This is an optimization exercise on Yosys and OpenROAD, whose aim is small area, a short achievable clock period and few clock cycles per item, not a production implementation.
No functional check of the RTL was part of this run.
Power is estimated from default activity; no workload was simulated.

**flow/run.sh**
```bash
#!/bin/bash
# synth_recipe.tcl (not shown) runs the flow's synth.tcl, then flattens the netlist and writes it again
# the make line also repeats each setting of config.mk as NAME=value (left out here)
make -C /OpenROAD-flow-scripts/flow DESIGN_CONFIG=/design/flow/config.mk WORK_HOME=/design/flow/orfs CLKGATE_MAP_FILE= SYNTH_SCRIPT=/design/flow/synth_recipe.tcl finish
```
**flow/config.mk**
```make
export PLATFORM = sky130hd
export DESIGN_NAME = stl_rx
export DESIGN_NICKNAME = stl_rx
export VERILOG_FILES = /design/flow/design.v
export SDC_FILE = /design/flow/constraint.sdc
export NUM_CORES = 4
export LEC_CHECK = 0
export CAP_MARGIN = 20
export CORE_MARGIN = 2
export CORE_UTILIZATION = 25
export PLACE_DENSITY = 0.4
export SLEW_MARGIN = 20
```
**flow/constraint.sdc**
```tcl
create_clock -name core_clock -period 12.0 [get_ports {clk}]
set_input_delay 2.4000 -clock core_clock [delete_from_list [all_inputs] [get_ports {clk}]]
set_output_delay 2.4000 -clock core_clock [all_outputs]
set_load 0.01 [all_outputs]
```
**flow/design.v**
```verilog
module stl_rx (
    input  wire        clk,
    input  wire        rst_n,
    input  wire        reg_we,
    input  wire [6:0]  reg_addr,
    input  wire [31:0] reg_wdata,
    output reg  [31:0] reg_rdata,
    input  wire        rx_valid,
    output wire        rx_ready,
    input  wire [31:0] rx_data,
    input  wire [1:0]  rx_car,
    input  wire [1:0]  rx_can,
    output reg         res_valid,
    output reg  [2:0]  res_class,
    output reg         res_named,
    output reg  [2:0]  res_conn,
    output wire        busy
);
    localparam [1:0] ST_CLOSED = 2'd0, ST_CONNECTING = 2'd1, ST_OPEN = 2'd2;
    localparam [1:0] S_RECV = 2'd0, S_LOOKUP = 2'd1, S_CRC = 2'd2, S_CHECK = 2'd3;
    localparam [31:0] POLY = 32'hF4AC_FB13;
    reg [15:0] own_id;
    reg [15:0] tmo_cnt;
    reg [15:0] unnamed_cnt;
    reg        cfg_en    [0:7];
    reg [1:0]  cfg_car   [0:7];
    reg [1:0]  cfg_can   [0:7];
    reg [15:0] cfg_peer  [0:7];
    reg [31:0] cfg_ident [0:7];
    reg [7:0]  cfg_win   [0:7];
    reg [1:0]  c_state   [0:7];
    reg [2:0]  c_lasterr [0:7];
    reg [1:0]  c_c5      [0:7];
    reg [31:0] c_rxseq   [0:7];
    reg [15:0] c_time    [0:7];
    reg [15:0] c_errcnt  [0:7];
    reg [31:0] c_lostcnt [0:7];
    reg [1:0]   st;
    reg [319:0] tel;
    reg [3:0]   wcnt;
    reg [5:0]   bcnt;
    reg [1:0]   car_q, can_q;
    reg [31:0]  crc;
    reg         named;
    reg [2:0]   conn;
    assign rx_ready = (st == S_RECV);
    assign busy     = (st != S_RECV) || (wcnt != 4'd0);
    wire [7:0] b0  = tel[0*8 +: 8];
    wire [7:0] b1  = tel[1*8 +: 8];
    wire [15:0] f_src  = tel[2*8 +: 16];
    wire [15:0] f_dst  = tel[4*8 +: 16];
    wire [15:0] f_len  = tel[6*8 +: 16];
    wire [31:0] f_seq  = tel[8*8 +: 32];
    wire [31:0] f_echo = tel[12*8 +: 32];
    wire [15:0] f_time = tel[16*8 +: 16];
    wire [15:0] f_rsv  = tel[18*8 +: 16];
    wire [31:0] f_chk  = tel[36*8 +: 32];
    wire [7:0] p_mask = tel[20*8 +: 8];
    wire [7:0] p_op   = tel[21*8 +: 8];
    wire [7:0] p_ax   = tel[22*8 +: 8];
    wire [7:0] p_rsv  = tel[23*8 +: 8];
    reg        lk_named;
    reg [2:0]  lk_conn;
    reg        lk_keyhit;
    integer    i;
    always @* begin
        lk_named  = 1'b0;
        lk_conn   = 3'd0;
        lk_keyhit = 1'b0;
        if (f_dst == own_id) begin
            for (i = 7; i >= 0; i = i - 1) begin
                if (cfg_peer[i] == f_src && !lk_keyhit) begin
                    lk_named = 1'b1;
                    lk_conn  = i[2:0];
                end
            end
            for (i = 7; i >= 0; i = i - 1) begin
                if (cfg_peer[i] == f_src && key_match(i[2:0])) begin
                    lk_keyhit = 1'b1;
                    lk_named  = 1'b1;
                    lk_conn   = i[2:0];
                end
            end
        end
    end
    function key_match;
        input [2:0] kk;
        begin
            key_match = (cfg_car[kk] == car_q) &&
                        ((cfg_car[kk] == 2'd0) || (cfg_can[kk] == can_q));
        end
    endfunction
    reg [31:0] crc_next;
    reg [7:0]  crc_byte;
    integer    b;
    always @* begin
        crc_byte = tel[bcnt*8 +: 8];
        crc_next = crc ^ {crc_byte, 24'd0};
        for (b = 0; b < 8; b = b + 1)
            crc_next = crc_next[31] ? ((crc_next << 1) ^ POLY) : (crc_next << 1);
    end
    reg fmt_bad;
    integer k;
    always @* begin
        fmt_bad = 1'b0;
        if (b1 != 8'd1) fmt_bad = 1'b1;
        if (b0 == 8'd1) begin
            if (f_len != 16'd0) fmt_bad = 1'b1;
        end else if (b0 == 8'd2) begin
            if (f_len != 16'd4) fmt_bad = 1'b1;
        end else begin
            fmt_bad = 1'b1;
        end
        if (f_rsv != 16'd0) fmt_bad = 1'b1;
        for (k = 24; k < 36; k = k + 1)
            if (tel[k*8 +: 8] != 8'd0) fmt_bad = 1'b1;
        if (b0 != 8'd2) begin
            if (tel[20*8 +: 32] != 32'd0) fmt_bad = 1'b1;
        end else begin
            if (p_rsv != 8'd0) fmt_bad = 1'b1;
            if (p_op == 8'd0 && p_mask != 8'd0) fmt_bad = 1'b1;
            if (p_op > 8'd9) fmt_bad = 1'b1;
            if (p_ax > 8'd2) fmt_bad = 1'b1;
            if (p_ax != 8'd0 && p_op != 8'd7 && p_op != 8'd8) fmt_bad = 1'b1;
        end
    end
    reg  [2:0]  cls;
    reg         reset_conn;
    reg  [31:0] d;
    reg         is_open;
    always @* begin
        is_open    = (c_state[conn] == ST_OPEN);
        d          = f_seq - c_rxseq[conn];
        reset_conn = (b0 == 8'd1) && (f_echo == 32'd0);
        cls        = 3'd0;
        if (c_state[conn] == ST_CLOSED)
            cls = 3'd3;
        else if (crc != f_chk)
            cls = 3'd1;
        else if (fmt_bad)
            cls = 3'd2;
        else if (!key_match(conn))
            cls = 3'd3;
        else if (!reset_conn && is_open) begin
            if (d == 32'd0 || d > 32'h8000_0000)
                cls = 3'd4;
            else if (d > {24'd0, cfg_win[conn]})
                cls = 3'd5;
            else if (f_time[15:0] - c_time[conn] > 16'd32767)
                cls = 3'd7;
        end
    end
    wire [32:0] lost_sum = {1'b0, c_lostcnt[conn]} + {1'b0, d} - 33'd1;
    integer j;
    always @(posedge clk) begin
        res_valid <= 1'b0;
        if (!rst_n) begin
            st          <= S_RECV;
            wcnt        <= 4'd0;
            bcnt        <= 6'd0;
            crc         <= 32'd0;
            named       <= 1'b0;
            conn        <= 3'd0;
            car_q       <= 2'd0;
            can_q       <= 2'd0;
            tel         <= 320'd0;
            res_class   <= 3'd0;
            res_named   <= 1'b0;
            res_conn    <= 3'd0;
            own_id      <= 16'd0;
            tmo_cnt     <= 16'd0;
            unnamed_cnt <= 16'd0;
            for (j = 0; j < 8; j = j + 1) begin
                cfg_en[j]    <= 1'b0;
                cfg_car[j]   <= 2'd0;
                cfg_can[j]   <= 2'd0;
                cfg_peer[j]  <= 16'd0;
                cfg_ident[j] <= 32'd0;
                cfg_win[j]   <= 8'd0;
                c_state[j]   <= ST_CLOSED;
                c_lasterr[j] <= 3'd0;
                c_c5[j]      <= 2'd0;
                c_rxseq[j]   <= 32'd0;
                c_time[j]    <= 16'd0;
                c_errcnt[j]  <= 16'd0;
                c_lostcnt[j] <= 32'd0;
            end
        end else begin
            if (reg_we) begin
                if (reg_addr == 7'h00)
                    own_id <= (reg_wdata[15:0] == 16'd0) ? 16'd1 : reg_wdata[15:0];
                for (j = 0; j < 8; j = j + 1) begin
                    if (reg_addr == {1'b1, j[2:0], 3'd0}) begin
                        cfg_en[j]   <= reg_wdata[0];
                        cfg_car[j]  <= reg_wdata[2:1];
                        cfg_can[j]  <= reg_wdata[4:3];
                        cfg_peer[j] <= (reg_wdata[31:16] == 16'd0) ? 16'd1 : reg_wdata[31:16];
                        if (!reg_wdata[0]) begin
                            c_state[j] <= ST_CLOSED;
                        end else if (!cfg_en[j]) begin
                            c_state[j] <= ST_CONNECTING;
                            c_c5[j]    <= 2'd0;
                        end
                    end
                    if (reg_addr == {1'b1, j[2:0], 3'd1})
                        cfg_ident[j] <= reg_wdata;
                    if (reg_addr == {1'b1, j[2:0], 3'd2})
                        cfg_win[j] <= (reg_wdata[23:16] == 8'd0) ? 8'd1 : reg_wdata[23:16];
                end
            end
            case (st)
                S_RECV: begin
                    if (rx_valid) begin
                        tel[wcnt*32 +: 32] <= rx_data;
                        if (wcnt == 4'd0) begin
                            car_q <= rx_car;
                            can_q <= rx_can;
                        end
                        if (wcnt == 4'd9) begin
                            wcnt <= 4'd0;
                            st   <= S_LOOKUP;
                        end else begin
                            wcnt <= wcnt + 4'd1;
                        end
                    end
                end
                S_LOOKUP: begin
                    named <= lk_named;
                    conn  <= lk_conn;
                    crc   <= cfg_ident[lk_conn];
                    bcnt  <= 6'd0;
                    st    <= lk_named ? S_CRC : S_CHECK;
                end
                S_CRC: begin
                    crc  <= crc_next;
                    bcnt <= bcnt + 6'd1;
                    if (bcnt == 6'd35)
                        st <= S_CHECK;
                end
                S_CHECK: begin
                    st        <= S_RECV;
                    res_valid <= 1'b1;
                    res_named <= named;
                    res_conn  <= named ? conn : 3'd0;
                    if (!named) begin
                        res_class <= 3'd3;
                        if (unnamed_cnt != 16'hFFFF)
                            unnamed_cnt <= unnamed_cnt + 16'd1;
                    end else begin
                        res_class <= cls;
                        if (cls != 3'd0) begin
                            c_lasterr[conn] <= cls;
                            if (c_errcnt[conn] != 16'hFFFF)
                                c_errcnt[conn] <= c_errcnt[conn] + 16'd1;
                            if (cls == 3'd5 && is_open) begin
                                if (c_c5[conn] == 2'd2) begin
                                    c_c5[conn]    <= 2'd0;
                                    c_state[conn] <= ST_CONNECTING;
                                    if (tmo_cnt != 16'hFFFF)
                                        tmo_cnt <= tmo_cnt + 16'd1;
                                end else begin
                                    c_c5[conn] <= c_c5[conn] + 2'd1;
                                end
                            end else begin
                                c_c5[conn] <= 2'd0;
                            end
                        end else begin
                            if (is_open && !reset_conn && d > 32'd1)
                                c_lostcnt[conn] <= lost_sum[32] ? 32'hFFFF_FFFF : lost_sum[31:0];
                            c_rxseq[conn] <= f_seq;
                            c_time[conn]  <= f_time;
                            c_c5[conn]    <= 2'd0;
                            if (reset_conn) begin
                                if (is_open)
                                    c_state[conn] <= ST_CONNECTING;
                            end else if (c_state[conn] == ST_CONNECTING) begin
                                c_state[conn] <= ST_OPEN;
                            end
                        end
                    end
                end
            endcase
        end
    end
    always @* begin
        reg_rdata = 32'd0;
        case (reg_addr)
            7'h00: reg_rdata = {16'd0, own_id};
            7'h01: reg_rdata = {16'd0, tmo_cnt};
            7'h02: reg_rdata = {16'd0, unnamed_cnt};
            7'h03: for (j = 0; j < 8; j = j + 1) reg_rdata[2*j +: 2] = c_state[j];
            default: begin
                for (j = 0; j < 8; j = j + 1) begin
                    if (reg_addr == {1'b1, j[2:0], 3'd0})
                        reg_rdata = {cfg_peer[j], 11'd0, cfg_can[j], cfg_car[j], cfg_en[j]};
                    if (reg_addr == {1'b1, j[2:0], 3'd1})
                        reg_rdata = cfg_ident[j];
                    if (reg_addr == {1'b1, j[2:0], 3'd2})
                        reg_rdata = {8'd0, cfg_win[j], 16'd0};
                    if (reg_addr == {1'b1, j[2:0], 3'd3})
                        reg_rdata = {24'd0, 1'b0, c_lasterr[j], 2'd0, c_state[j]};
                    if (reg_addr == {1'b1, j[2:0], 3'd4})
                        reg_rdata = c_rxseq[j];
                    if (reg_addr == {1'b1, j[2:0], 3'd5})
                        reg_rdata = {16'd0, c_errcnt[j]};
                    if (reg_addr == {1'b1, j[2:0], 3'd6})
                        reg_rdata = c_lostcnt[j];
                    if (reg_addr == {1'b1, j[2:0], 3'd7})
                        reg_rdata = {16'd0, c_time[j]};
                end
            end
        endcase
    end
endmodule
```
==> impl_metrics.json <==
{
  "slowest_stage": "nor3_2",
  "stdcell_count": 15000,
  "grt_pass1_vias": 80700,
  "avgSynthCellArea_sq_um": 9.47,
  "grt_setup_unrepaired": "no",
  "port_buffers": 120,
  "r2r_end": "c_rxseq[2][7]",
  "rows": 224,
  "synth_ff_type": "dfxtp_1",
  "hold_buffers": 0,
  "clockBufferDepth": 4,
  "synth_cells": 9857,
  "drt_iter0_drc": 16200,
  "grt_start_max_net_pins": 171,
  "start_util_pct": 25.1,
  "synthesis.nets": 10100,
  "power_density_nw_per_um2": 143,
  "syn_area_sq_um": 93300,
  "grt.met2_usage_pct": 47.7,
  "insertion_delay_ps": 950,
  "cts_resized": 0,
  "grt_pass1_wl_mm": 833,
  "post-route-period-util_pct": 85.7,
  "placedCellCount": 14600,
  "wl_per_cell_um": 43.3,
  "drv_slew": 0,
  "dp_hpwl_mm": 501,
  "fp.coreArea_sq_um": 372000,
  "cts_root_buffer": "clkbuf_16",
  "area_growth_pct": 16.3,
  "critical_path_class": "in2out",
  "p_total_mw": 15.5,
  "grt_use_met3_pct": 11.0,
  "post_cts_buffers": 0,
  "hp-start": "cfg_ident[0][23]",
  "drcViolationCount": 0,
  "first_pass_iters": 9,
  "ys_async_sr_fraction_pct": 0,
  "clkSinkCount": 1743,
  "status": "timing/DRC/antenna clean",
  "die_w_um": 615,
  "fin_area_sq_um": 109000,
  "netlist-cell-type-count": 100,
  "min_to": "cfg_ident[0][23]",
  "boundaryPins": 121,
  "arrival_ps": 7880,
  "cp_common_cell": "buf_4",
  "r2r_setup_slack_ps": 2750,
  "cts_tree": "built",
  "ctsHtreeMaxLevel": 4,
  "cts.clk_slew.worst_paths_ps": 60,
  "crit_path_max_incr_delay_ps": 690,
  "fin_setup_tns_ps": 0,
  "critPathLaunchType": "input pin",
  "grt_overflow_total": 0,
  "gp_congestion": 1.01,
  "tightest_slew_ps": 1290,
  "irDropWorstVdd_mv": 0.249,
  "vias_per_cell": 5.97,
  "placed_cell_area_sq_um": 102000,
  "grt_usage_pct": 32.9,
  "gr-usage-met1_pct": 45.4,
  "setup_violations": 0,
  "cp_cell_sequence": "buf_2 -> buf_4 -> nand2b_1 -> nor3_2 -> buf_4 -> a221oi_1 -> a211oi_1 -> o31ai_1 -> a31oi_1 -> o21ai_0 -> a32oi_1 -> a2111oi_0 -> o41ai_1 -> a31oi_1 -> o21a_1 -> o21ai_0 -> buf_4 -> clkdlybuf4s50_1",
  "antenna_found_initial": 127,
  "design.die.area_sq_um": 378000,
  "postRouteAntennaNets": 0,
  "maxSlewHeadroom_pct": 13.5,
  "grt.busiest_layer": "met2",
  "p_leak_nw": 37.0,
  "hold_viol": 0,
  "drv_cap": 0,
  "cp-end-kind": "output pin",
  "ys_warn_count": 7,
  "cp_max_fo": 35,
  "ys_seq_area_share_pct": 46.2,
  "synth_seq_cells": 1743,
  "hold_depth": 2,
  "skew_ps": 71.5,
  "routed_wl_mm": 648,
  "period_minus_slack_ps": 10280,
  "hp-class": "reg2reg",
  "fin_nets": 10000,
  "crit_required_ps": 9600,
  "rr_worst_depth": 19,
  "max_freq_ghz": 0.0973,
  "drive_gt1_share_pct": 13.0,
  "cts_buffers": 208,
  "die_y_um": 615,
  "routed-via-count": 89400,
  "synth_edf_count": 824
}
==> flip-flops by register name, indices dropped and copies added, names as in the netlist, 3 cells and up, named ones only <==
register and cells:
tmo_cnt 16, res_class 3, res_conn 3, c_rxseq 256, own_id 16, conn 3
cfg_can 16, c_time 128, bcnt 6, c_lasterr 24, c_lostcnt 256, crc 32
cfg_car 16, wcnt 4, c_errcnt 128, cfg_ident 256, tel 320, c_state 16
cfg_en 8, cfg_win 64, c_c5 16, unnamed_cnt 16, cfg_peer 128
==> Yosys cell counts, types with 22 or more instances <==
library cell,number,area [sq um]
clkbuf_1,715,2680
a21o_1,48,360
a221oi_1,159,1390
and2_1,382,2390
o22ai_1,82,513
mux2i_1,208,2080
a31oi_1,53,332
nor2_1,1052,3950
inv_1,148,556
nor4_1,135,845
or4_1,22,165
buf_2,33,165
o211ai_1,37,278
edfxtp_1,824,24700
xor2_1,197,1730
a21oi_1,830,4150
nor2b_1,40,250
dfxtp_1,919,18400
or3_1,31,194
a211oi_1,87,653
mux4_2,289,6510
and3_1,52,325
a22o_1,117,1020
nand2_1,1557,5840
xnor2_1,169,1480
a22oi_1,432,3240
buf_1,54,203
a222oi_1,28,280
nand2b_1,43,269
mux2_2,44,495
nand4_1,99,619
nor3_1,115,576
ha_1,133,1660
nand3_1,131,656
o21ai_0,217,1090
o221ai_1,48,420
or2_2,22,138
==> final cells by class <==
class,count,area [sq um]
Antenna cell,39,97.6
Clock buffer,292,5950
Clock inverter,88,887
Fill cell,38900,263000
Inverter,154,586
Multi-Input combinational cell,7146,47100
Sequential cell,1743,43200
Tap cell,4972,6220
Timing Repair Buffer,548,4500
==> worst max-delay path: cells and delay by family <==
kind                   cells  cell delay [ps]
AOI/OAI and AO/OA         11             2500
buffers and inverters      5             2020
and+or+nand+nor            2              910
==> worst max-delay path by stage <==
stage | startpoint | endpoint | slack (ps) | depth (start not counted)
5_1_grt | reg_addr[4] | reg_rdata[15] | 1650 | 15
4_1_cts | reg_addr[6] | reg_rdata[15] | 1790 | 15
6_report | reg_addr[1] | reg_rdata[3] | 1720 | 18
3_3_place_gp | reg_addr[1] | reg_rdata[23] | 1590 | 13
2_1_floorplan | register | c_rxseq[0][0] | 650 | 25
3_5_place_dp | reg_addr[6] | reg_rdata[15] | 1800 | 15
==> through the flow <==
step           hold WS (ps)  utilization [%]  setup slack, ps
3_3_place_gp            442             27.2             1590
6_report                459             29.2             1720
2_1_floorplan           436                -              653
5_1_grt                 486             29.2             1650
3_5_place_dp            451             27.3             1800
4_1_cts                 460             29.1             1790
==> layer usage <==
metal	vias to the layer above	part of all wire, %
met3	951	12
met2	6086	42
met1	46300	42
li1	36000	-
met4	52	4.2
met5	-	0.057
==> kinds of logic after synthesis <==
group | Yosys count | share of synthesized area [%]
simple gates | 3742 | 17.9
mux | 541 | 9.74
buf+inv | 968 | 4.01
compound gates | 2362 | 16.8
flops | 1743 | 46.2
fa+ha+maj | 135 | 1.83
xor+xnor | 366 | 3.44
==> power by group <==
part           switching [mW]  leakage [nW]  total (mW)  internal (mW)
clock                    2.89          3.37        6.62           3.72
combinational            1.73          17.7        2.34          0.606
sequential              0.206          15.9        6.53           6.32
==> cells in the final DEF (no fill, tap or decap), types with 38 or more instances in the layout <==
cell             instances
nand2_1               1540
nor2_1                 998
dfxtp_1                904
a21oi_1                829
edfxtp_1               824
a22oi_1                432
buf_4                  412
and2_1                 382
mux4_2                 289
clkbuf_16              215
mux2i_1                207
o21ai_0                196
xor2_1                 196
xnor2_1                168
a221oi_1               157
inv_1                  148
ha_1                   132
nand3_1                131
nor4_1                 131
a22o_1                 117
clkdlybuf4s50_1        109
nor3_1                 102
nand4_1                 99
a211oi_1                85
o22ai_1                 82
a31oi_1                 52
o221ai_1                48
clkbuf_1                48
a21o_1                  47
mux2_2                  44
and3_1                  43
nand2b_1                43
clkinv_2                40
diode_2                 39
nor2b_1                 38

-- re-timing with driven ports --
How much do the figures lean on ideal ports? The routed layout below was timed once more, with nothing changed but the port constraints. Step 1: set_driving_cell puts a clkbuf_16 on clk and a buf_2 on each other input, an assumption about the parent block. Step 2 times the ports against the registers' clock, not the clock port: input delays grow and output delays shrink by t, the midpoint of the rising clock arrivals with the driver on. Slacks: no drivers / after step 1 / after step 2; pairs: no drivers / after step 1.
t (ns): 1.019
setup WS [ns]: 1.720 / 1.540 / 1.540
worst register clock-pin slew, ns: 0.07 / 0.07
cell pins on the clock port's net: 1
After both steps this run still meets setup and hold. The setup slack of this run moves by -0.180 ns with the drivers and by -0.180 ns with both steps.
